This is an optimization exercise on Yosys and OpenROAD, whose aim is small area, not a production implementation. In this exercise RTL edits were held to simulation tests only and were not proved equivalent to the original. Power and IR drop assume default switching activity.

## pc_decim
module pc_decim (
    input  wire         clk,
    input  wire         rst,
    input  wire         cfg_we,
    input  wire [1:0]   cfg_ch,
    input  wire [31:0]  cfg_data,
    input  wire         mod_tick,
    input  wire [3:0]   mod_bits,
    output wire [3:0]   pc_valid,
    output wire [3:0]   pc_settled,
    output wire [127:0] pc_word
);
For scale: roughly 74000 sq um of cells after synthesis.
export LEC_CHECK = 0
export ABC_AREA = 1
export CAP_MARGIN = 20
export CORE_MARGIN = 2
export CORE_UTILIZATION = 50
export PLACE_DENSITY = 0.65
export SLEW_MARGIN = 20
create_clock -name core_clock -period 25.0 [get_ports {clk}]
standard.sh (not shown) runs the stock make flow with config.mk's settings and CLKGATE_MAP_FILE= SYNTH_SCRIPT=/design/flow/synth_recipe.tcl, a recipe that flattens the netlist after the stock synthesis.
==> flow/flow/run.sh <==
#!/bin/bash
# The standard layout (standard.sh), with these changes to how it is made:
#  - after the standard synthesis (bash standard.sh synth, unchanged), the
#    full adders' polarities are chosen again to need fewer inverters
#    (fapol.py), and the combinational logic between the flip-flops and
#    full adders is mapped again for area with ABC (remap.tcl, remap.abc);
#    the flip-flops keep their cells and names;
#  - clock tree synthesis adds no dummy loads and puts up to 18 flip-flops
#    within 80 um under each clkbuf_8 leaf buffer;
#  - every input and output port still gets its own buffer, a buf_1.
# Logs: make's output in synth.log and layout.log, fapol.py's in fapol.log,
# yosys's in remap.log; each ORFS step's log is under orfs/logs/.
set -euo pipefail
here=$(pwd)
res=$here/orfs/results/$FLOW_PLATFORM/pc_decim/base
bash standard.sh synth > synth.log 2>&1
cp $res/1_2_yosys.v $here/standard_1_2_yosys.v
python3 flow/fapol.py $here/standard_1_2_yosys.v $here/fapol.v > fapol.log 2>&1
export REMAP_LIB=$FLOW_HOME/platforms/sky130hd/lib/sky130_fd_sc_hd__tt_025C_1v80.lib
export REMAP_IN=$here/fapol.v
export REMAP_OUT=$here/remap.v
export REMAP_SCRIPT=$here/flow/remap.abc
export REMAP_KEEP="$(grep -oE 'sky130_fd_sc_hd__(df|edf|sdf|fa_|dl|conb)[a-z0-9_]*' $here/standard_1_2_yosys.v | sort -u | tr '\n' ' ')"
export REMAP_DONT_USE="$(make -s -C $FLOW_HOME DESIGN_CONFIG=$here/config.mk print-DONT_USE_CELLS 2>/dev/null | sed 's/^DONT_USE_CELLS: *//')"
yosys -c flow/remap.tcl > remap.log 2>&1
grep -q "sky130_fd_sc_hd__" remap.v
cp remap.v $res/1_2_yosys.v
rm -f $res/1_synth.odb $res/1_synth.sdc
export CTS_ARGS="-sink_clustering_enable -repair_clock_nets -dont_use_dummy_load -sink_clustering_size 18 -sink_clustering_max_diameter 80 -buf_list {sky130_fd_sc_hd__clkbuf_8}"
export BUFFER_PORTS_ARGS="-buffer_cell sky130_fd_sc_hd__buf_1"
bash standard.sh > layout.log 2>&1
==> flow/flow/remap.tcl <==
# Re-map the combinational logic of the standard synthesis's netlist for area.
# Flip-flops and full adders (the cells REMAP_KEEP names) stay as they are,
# under their names; every other cell is read as its function and mapped again.
set lib $::env(REMAP_LIB)
yosys read_liberty -ignore_miss_func -ignore_miss_dir -ignore_miss_data_latch $lib
yosys read_verilog $::env(REMAP_IN)
yosys hierarchy -top $::env(FLOW_TOP)
set keep {}
foreach c [split $::env(REMAP_KEEP) " "] {
  if {$c ne ""} { lappend keep $c }
}
yosys setattr -mod -set keep_hierarchy 1 {*}$keep
yosys flatten
yosys opt_clean -purge
yosys stat -liberty $lib
set dont {}
foreach c [split $::env(REMAP_DONT_USE) " "] {
  if {$c ne ""} { lappend dont -dont_use $c }
}
yosys abc -liberty $lib {*}$dont -script $::env(REMAP_SCRIPT)
yosys setundef -zero
yosys splitnets
yosys opt_clean -purge
yosys hilomap -singleton -hicell sky130_fd_sc_hd__conb_1 HI -locell sky130_fd_sc_hd__conb_1 LO
yosys insbuf -buf sky130_fd_sc_hd__buf_4 A X
yosys opt_clean -purge
yosys stat -liberty $lib
yosys select $::env(FLOW_TOP)
yosys write_verilog -noattr -noexpr -nohex -nodec -selected $::env(REMAP_OUT)
Other scripts of this flow, unchanged in this note and not shown: flow/flow/fapol.py, flow/flow/remap.abc
The baseline went through all stages and came out clean.
Rerun with:
--- a/flow/flow/run.sh
+++ b/flow/flow/run.sh
@@ -6,2 +6,2 @@
-#    full adders is mapped again for area with ABC (remap.tcl, remap.abc);
-#    the flip-flops keep their cells and names;
+#    adders is mapped again for area with ABC (remap.tcl, remap.abc); the
+#    flip-flops keep their cells and names;
@@ -23 +23 @@
-export REMAP_KEEP="$(grep -oE 'sky130_fd_sc_hd__(df|edf|sdf|fa_|dl|conb)[a-z0-9_]*' $here/standard_1_2_yosys.v | sort -u | tr '\n' ' ')"
+export REMAP_KEEP="$(grep -oE 'sky130_fd_sc_hd__(df|edf|sdf|fa_|ha_|dl|conb)[a-z0-9_]*' $here/standard_1_2_yosys.v | sort -u | tr '\n' ' ')"
--- a/flow/flow/remap.tcl
+++ b/flow/flow/remap.tcl
@@ -2,2 +2,2 @@
-# Flip-flops and full adders (the cells REMAP_KEEP names) stay as they are,
-# under their names; every other cell is read as its function and mapped again.
+# Flip-flops, full adders and half adders stay as the cells they are, under
+# their names; every other cell is read as its function and mapped again.
What happened: The changed run finished with timing, DRC and antenna clean; routed wire length rose slightly; flip-flop and latch count stays the same; register-to-register slack is worse by 0.52 ns; power is higher slightly; die area is higher slightly.

* * *

pc_decim, a different RTL version from the one above (not shown whole).
Size in the first run: ~180 I/O pins, about 0.074 mm² of cells after synthesis.
export LEC_CHECK = 0
export ABC_AREA = 1
export CAP_MARGIN = 20
export CORE_MARGIN = 2
export CORE_UTILIZATION = 50
export PLACE_DENSITY = 0.65
export SLEW_MARGIN = 20
create_clock -name core_clock -period 25.0 [get_ports {clk}]
==> flow/flow/run.sh <==
#!/bin/bash
# The standard layout (standard.sh), with these changes to how it is made:
#  - after the standard synthesis (bash standard.sh synth, unchanged), the
#    full adders' polarities are chosen again to need fewer inverters
#    (fapol.py), and the combinational logic between the flip-flops and
#    full adders is mapped again for area with ABC (remap.tcl, remap.abc);
#    the flip-flops keep their cells and names;
#  - clock tree synthesis adds no dummy loads and puts up to 16 flip-flops
#    within 70 um under each clkbuf_8 leaf buffer;
#  - every input and output port still gets its own buffer, a buf_1.
# Logs: make's output in synth.log and layout.log, fapol.py's in fapol.log,
# yosys's in remap.log; each ORFS step's log is under orfs/logs/.
set -euo pipefail
here=$(pwd)
res=$here/orfs/results/$FLOW_PLATFORM/pc_decim/base
bash standard.sh synth > synth.log 2>&1
cp $res/1_2_yosys.v $here/standard_1_2_yosys.v
python3 flow/fapol.py $here/standard_1_2_yosys.v $here/fapol.v > fapol.log 2>&1
export REMAP_LIB=$FLOW_HOME/platforms/sky130hd/lib/sky130_fd_sc_hd__tt_025C_1v80.lib
export REMAP_IN=$here/fapol.v
export REMAP_OUT=$here/remap.v
export REMAP_SCRIPT=$here/flow/remap.abc
export REMAP_KEEP="$(grep -oE 'sky130_fd_sc_hd__(df|edf|sdf|fa_|dl|conb)[a-z0-9_]*' $here/standard_1_2_yosys.v | sort -u | tr '\n' ' ')"
export REMAP_DONT_USE="$(make -s -C $FLOW_HOME DESIGN_CONFIG=$here/config.mk print-DONT_USE_CELLS 2>/dev/null | sed 's/^DONT_USE_CELLS: *//')"
yosys -c flow/remap.tcl > remap.log 2>&1
grep -q "sky130_fd_sc_hd__" remap.v
cp remap.v $res/1_2_yosys.v
rm -f $res/1_synth.odb $res/1_synth.sdc
export CTS_ARGS="-sink_clustering_enable -repair_clock_nets -dont_use_dummy_load -sink_clustering_size 16 -sink_clustering_max_diameter 70 -buf_list {sky130_fd_sc_hd__clkbuf_8}"
export BUFFER_PORTS_ARGS="-buffer_cell sky130_fd_sc_hd__buf_1"
bash standard.sh > layout.log 2>&1
Other scripts of this flow, unchanged in this note and not shown: flow/flow/fapol.py, flow/flow/remap.abc, flow/flow/remap.tcl
The starting point completed with no timing, DRC or antenna violations.
==> next run, changes <==
--- a/flow/flow/run.sh
+++ b/flow/flow/run.sh
@@ -28,3 +28,4 @@
 rm -f $res/1_synth.odb $res/1_synth.sdc
-export CTS_ARGS="-sink_clustering_enable -repair_clock_nets -dont_use_dummy_load -sink_clustering_size 16 -sink_clustering_max_diameter 70 -buf_list {sky130_fd_sc_hd__clkbuf_8}"
+export CTS_ARGS="-sink_clustering_enable -repair_clock_nets -dont_use_dummy_load -sink_clustering_size 10 -sink_clustering_max_diameter 50 -buf_list {sky130_fd_sc_hd__clkbuf_4}"
+export REMOVE_ABC_BUFFERS=1
 export BUFFER_PORTS_ARGS="-buffer_cell sky130_fd_sc_hd__buf_1"
- GPL_TIMING_DRIVEN: unset -> 0
What happened:
- wire length is about the same
- combinational power went down by about 1%
- total power drops by 0.67%
- core utilization decreases by 0.26 points
- via count is higher by 1.4%
- count of clock-buffer cells in the layout rises by 129
- global-route usage grows by 0.12 points
==> next run, changes <==
--- a/flow/flow/run.sh
+++ b/flow/flow/run.sh
@@ -28,4 +28,3 @@
 rm -f $res/1_synth.odb $res/1_synth.sdc
-export CTS_ARGS="-sink_clustering_enable -repair_clock_nets -dont_use_dummy_load -sink_clustering_size 10 -sink_clustering_max_diameter 50 -buf_list {sky130_fd_sc_hd__clkbuf_4}"
-export REMOVE_ABC_BUFFERS=1
+export CTS_ARGS="-sink_clustering_enable -repair_clock_nets -dont_use_dummy_load -sink_clustering_size 16 -sink_clustering_max_diameter 70 -buf_list {sky130_fd_sc_hd__clkbuf_8}"
 export BUFFER_PORTS_ARGS="-buffer_cell sky130_fd_sc_hd__buf_1"
- CAP_MARGIN: 20 -> 0
- GPL_TIMING_DRIVEN: 0 -> unset
- SLEW_MARGIN: 20 -> 0
What happened: The new run completed without violations; total power rose by 0.58%; synthesized cell count stays the same; cell area increases by 0.46%.
==> next run, changes <==
--- a/flow/flow/run.sh
+++ b/flow/flow/run.sh
@@ -7,4 +7,4 @@
 #    the flip-flops keep their cells and names;
-#  - clock tree synthesis adds no dummy loads and puts up to 16 flip-flops
-#    within 70 um under each clkbuf_8 leaf buffer;
+#  - clock tree synthesis adds no dummy loads and puts up to 18 flip-flops
+#    within 80 um under each clkbuf_8 leaf buffer;
 #  - every input and output port still gets its own buffer, a buf_1.
- CAP_MARGIN: 0 -> 20
- CORE_UTILIZATION: 50 -> 70
- GPL_TIMING_DRIVEN: unset -> 0
- PLACE_DENSITY: 0.65 -> 0.85
- SLEW_MARGIN: 0 -> 20
Outcome: The changed run produced a clean layout; die area is lower by 28%; power climbs by 1.5%; worst hold slack improved by 0.024 ns; global-route usage is higher by 9.3 points; routed wire length climbs by 6.6%; via count came out higher by 3.8%; setup slack loses 1.0 ns; synthesized area does not change; fmax fell by 4.4%; non-clock buffer count rises by 40.
==> next run, changes <==
- CORE_UTILIZATION: 70 -> 50
- GPL_TIMING_DRIVEN: 0 -> unset
- PLACE_DENSITY: 0.85 -> 0.65
Clock skew increases by 0.018 ns.
Via count went down by 3.5%.
Clock power hardly moves.
Global-route usage is lower by 9.3 points.
Wire length decreases by 6.1%.
Setup slack improved by 1.0 ns.
Flip-flop and latch count does not change.
Critical path depth decreases by 1.

* * *

## run A
pc_decim again, from the RTL that the note above started with.
==> flow/config.mk <==
export PLATFORM = sky130hd
export DESIGN_NAME = pc_decim
export DESIGN_NICKNAME = pc_decim
export VERILOG_FILES = /design/flow/design.v
export SDC_FILE = /design/flow/constraint.sdc
export NUM_CORES = 4
export LEC_CHECK = 0
export ABC_AREA = 1
export CAP_MARGIN = 20
export CORE_MARGIN = 2
export CORE_UTILIZATION = 50
export PLACE_DENSITY = 0.65
export SLEW_MARGIN = 20
==> flow/constraint.sdc <==
create_clock -name core_clock -period 25.0 [get_ports {clk}]
set_input_delay 5.0000 -clock core_clock [delete_from_list [all_inputs] [get_ports {clk}]]
set_output_delay 5.0000 -clock core_clock [all_outputs]
set_load 0.01 [all_outputs]
==> flow/flow/run.sh <==
#!/bin/bash
# The standard layout (standard.sh), with these changes to how it is made:
#  - after the standard synthesis (bash standard.sh synth, unchanged), the
#    full adders' polarities are chosen again to need fewer inverters
#    (fapol.py), and the combinational logic between the flip-flops and
#    full adders is mapped again for area with ABC (remap.tcl, remap.abc);
#    the flip-flops keep their cells and names;
#  - clock tree synthesis adds no dummy loads and puts up to 18 flip-flops
#    within 80 um under each clkbuf_8 leaf buffer;
#  - every input and output port still gets its own buffer, a buf_1.
# Logs: make's output in synth.log and layout.log, fapol.py's in fapol.log,
# yosys's in remap.log; each ORFS step's log is under orfs/logs/.
set -euo pipefail
here=$(pwd)
res=$here/orfs/results/$FLOW_PLATFORM/pc_decim/base
bash standard.sh synth > synth.log 2>&1
cp $res/1_2_yosys.v $here/standard_1_2_yosys.v
python3 flow/fapol.py $here/standard_1_2_yosys.v $here/fapol.v > fapol.log 2>&1
export REMAP_LIB=$FLOW_HOME/platforms/sky130hd/lib/sky130_fd_sc_hd__tt_025C_1v80.lib
export REMAP_IN=$here/fapol.v
export REMAP_OUT=$here/remap.v
export REMAP_SCRIPT=$here/flow/remap.abc
export REMAP_KEEP="$(grep -oE 'sky130_fd_sc_hd__(df|edf|sdf|fa_|dl|conb)[a-z0-9_]*' $here/standard_1_2_yosys.v | sort -u | tr '\n' ' ')"
export REMAP_DONT_USE="$(make -s -C $FLOW_HOME DESIGN_CONFIG=$here/config.mk print-DONT_USE_CELLS 2>/dev/null | sed 's/^DONT_USE_CELLS: *//')"
yosys -c flow/remap.tcl > remap.log 2>&1
grep -q "sky130_fd_sc_hd__" remap.v
cp remap.v $res/1_2_yosys.v
rm -f $res/1_synth.odb $res/1_synth.sdc
export CTS_ARGS="-sink_clustering_enable -repair_clock_nets -dont_use_dummy_load -sink_clustering_size 18 -sink_clustering_max_diameter 80 -buf_list {sky130_fd_sc_hd__clkbuf_8}"
export BUFFER_PORTS_ARGS="-buffer_cell sky130_fd_sc_hd__buf_1"
bash standard.sh > layout.log 2>&1
Other scripts of this flow, unchanged in this note and not shown: flow/flow/fapol.py, flow/flow/remap.abc, flow/flow/remap.tcl
Changes in run B relative to run A:
Settings: an added GPL_TIMING_DRIVEN of 0.
-- flow/flow/run.sh --
<<< run A, line 7
#    the flip-flops keep their cells and names;
#  - clock tree synthesis adds no dummy loads and puts up to 18 flip-flops
#    within 80 um under each clkbuf_8 leaf buffer;
#  - every input and output port still gets its own buffer, a buf_1.
>>> run B, line 7
#    the flip-flops keep their cells and names;
#  - clock tree synthesis adds no dummy loads and puts up to 16 flip-flops
#    within 70 um under each clkbuf_8 leaf buffer;
#  - every input and output port still gets its own buffer, a buf_1.
<<< run A, line 28
rm -f $res/1_synth.odb $res/1_synth.sdc
export CTS_ARGS="-sink_clustering_enable -repair_clock_nets -dont_use_dummy_load -sink_clustering_size 18 -sink_clustering_max_diameter 80 -buf_list {sky130_fd_sc_hd__clkbuf_8}"
export BUFFER_PORTS_ARGS="-buffer_cell sky130_fd_sc_hd__buf_1"
>>> run B, line 28
rm -f $res/1_synth.odb $res/1_synth.sdc
export CTS_ARGS="-sink_clustering_enable -repair_clock_nets -dont_use_dummy_load -sink_clustering_size 16 -sink_clustering_max_diameter 70 -buf_list {sky130_fd_sc_hd__clkbuf_8}"
export REMOVE_ABC_BUFFERS=1
export BUFFER_PORTS_ARGS="-buffer_cell sky130_fd_sc_hd__buf_1"
### Flow results
Diff run A -> run B: share of total power in combinational logic now sits lower, layout overhead on the synthesized area now sits at about the same level, cell area power density now sits higher. Final period utilization (run B over run A): increase, 3.4 points.
Inputs modified between run B and run C:
-- flow/flow/run.sh --
<<< run B, line 7
#    the flip-flops keep their cells and names;
#  - clock tree synthesis adds no dummy loads and puts up to 16 flip-flops
#    within 70 um under each clkbuf_8 leaf buffer;
#  - every input and output port still gets its own buffer, a buf_1.
>>> run C, line 7
#    the flip-flops keep their cells and names;
#  - clock tree synthesis adds no dummy loads and puts up to 18 flip-flops
#    within 80 um under each clkbuf_8 leaf buffer;
#  - every input and output port still gets its own buffer, a buf_1.
<<< run B, line 29
export CTS_ARGS="-sink_clustering_enable -repair_clock_nets -dont_use_dummy_load -sink_clustering_size 16 -sink_clustering_max_diameter 70 -buf_list {sky130_fd_sc_hd__clkbuf_8}"
export REMOVE_ABC_BUFFERS=1
export BUFFER_PORTS_ARGS="-buffer_cell sky130_fd_sc_hd__buf_1"
>>> run C, line 29
export CTS_ARGS="-sink_clustering_enable -repair_clock_nets -dont_use_dummy_load -sink_clustering_size 16 -sink_clustering_max_diameter 70 -buf_list {sky130_fd_sc_hd__clkbuf_8}"
export BUFFER_PORTS_ARGS="-buffer_cell sky130_fd_sc_hd__buf_1"
Findings:
No stage failed in run C, and the final checks on the layout all came back clean.
In summary, run B completed successfully, with a layout that passed the timing, design-rule and antenna checks.
Reported for run B and run C, total setup buffers inserted after CTS turned out identical to the last digit.
Going from run B to run C, area growth from synthesis to layout increased by 1.0 points relative to the old numbers; total of plain and repair buffers excluding clock buffers went up by 101.
Measured against each other, run B and run C differ in final estimated routing congestion in global placement, the lower figure coming from run C.
Of the two values seen for cell at the slowest stage of the critical path, sky130_fd_sc_hd__dfxtp_1 was produced by run C and sky130_fd_sc_hd__a211oi_1 by run B.
Higher fraction of the cycle the final worst path needs was reported by run C, not run B.
On wire length of the first global-routing pass, run B tracks run C almost exactly.
Cell area | run C vs run B | run C larger

-- re-timing with driven ports --
The flow's constraints put no driver on any port. The routed layouts listed below were extracted and timed again, unchanged, in two steps.
Step 1 sets driving cells, clkbuf_16 on the clock port and buf_2 on the other inputs (assumed; they add their load-dependent delay and slew).
Step 2 adds t to the input delays and takes it off the output delays; t is the mean of the earliest and latest rising clock arrival at the registers after step 1. Input paths then give back, and output paths get back, about the clock's delay inside the block.
Three values: ideal ports, drivers, drivers and shift; two values: the first two.
run	shift t [ns]	slack for setup (ns)	hold slack, ns
the first run of note 1	0.953	3.380 / 3.308 / 4.261	0.240 / 0.240 / 0.240
the second run of note 1	0.915	3.018 / 2.944 / 3.859	0.278 / 0.278 / 0.278
the first run of note 2	0.938	3.254 / 3.183 / 4.121	0.239 / 0.239 / 0.239
the second run of note 2	1.274	1.886 / 1.814 / 3.088	0.242 / 0.242 / 0.242
the third run of note 2	0.956	3.248 / 3.176 / 4.133	0.236 / 0.236 / 0.236
the fourth run of note 2	0.948	2.248 / 2.175 / 3.124	0.260 / 0.260 / 0.260
the fifth run of note 2	0.938	3.254 / 3.183 / 4.121	0.239 / 0.239 / 0.239
run A	0.939	3.192 / 3.127 / 4.066	0.265 / 0.265 / 0.265
run B	0.952	2.336 / 2.264 / 3.215	0.261 / 0.261 / 0.261
run C	0.944	1.729 / 1.656 / 2.600	0.232 / 0.232 / 0.232
After both steps every run listed still meets setup and hold.
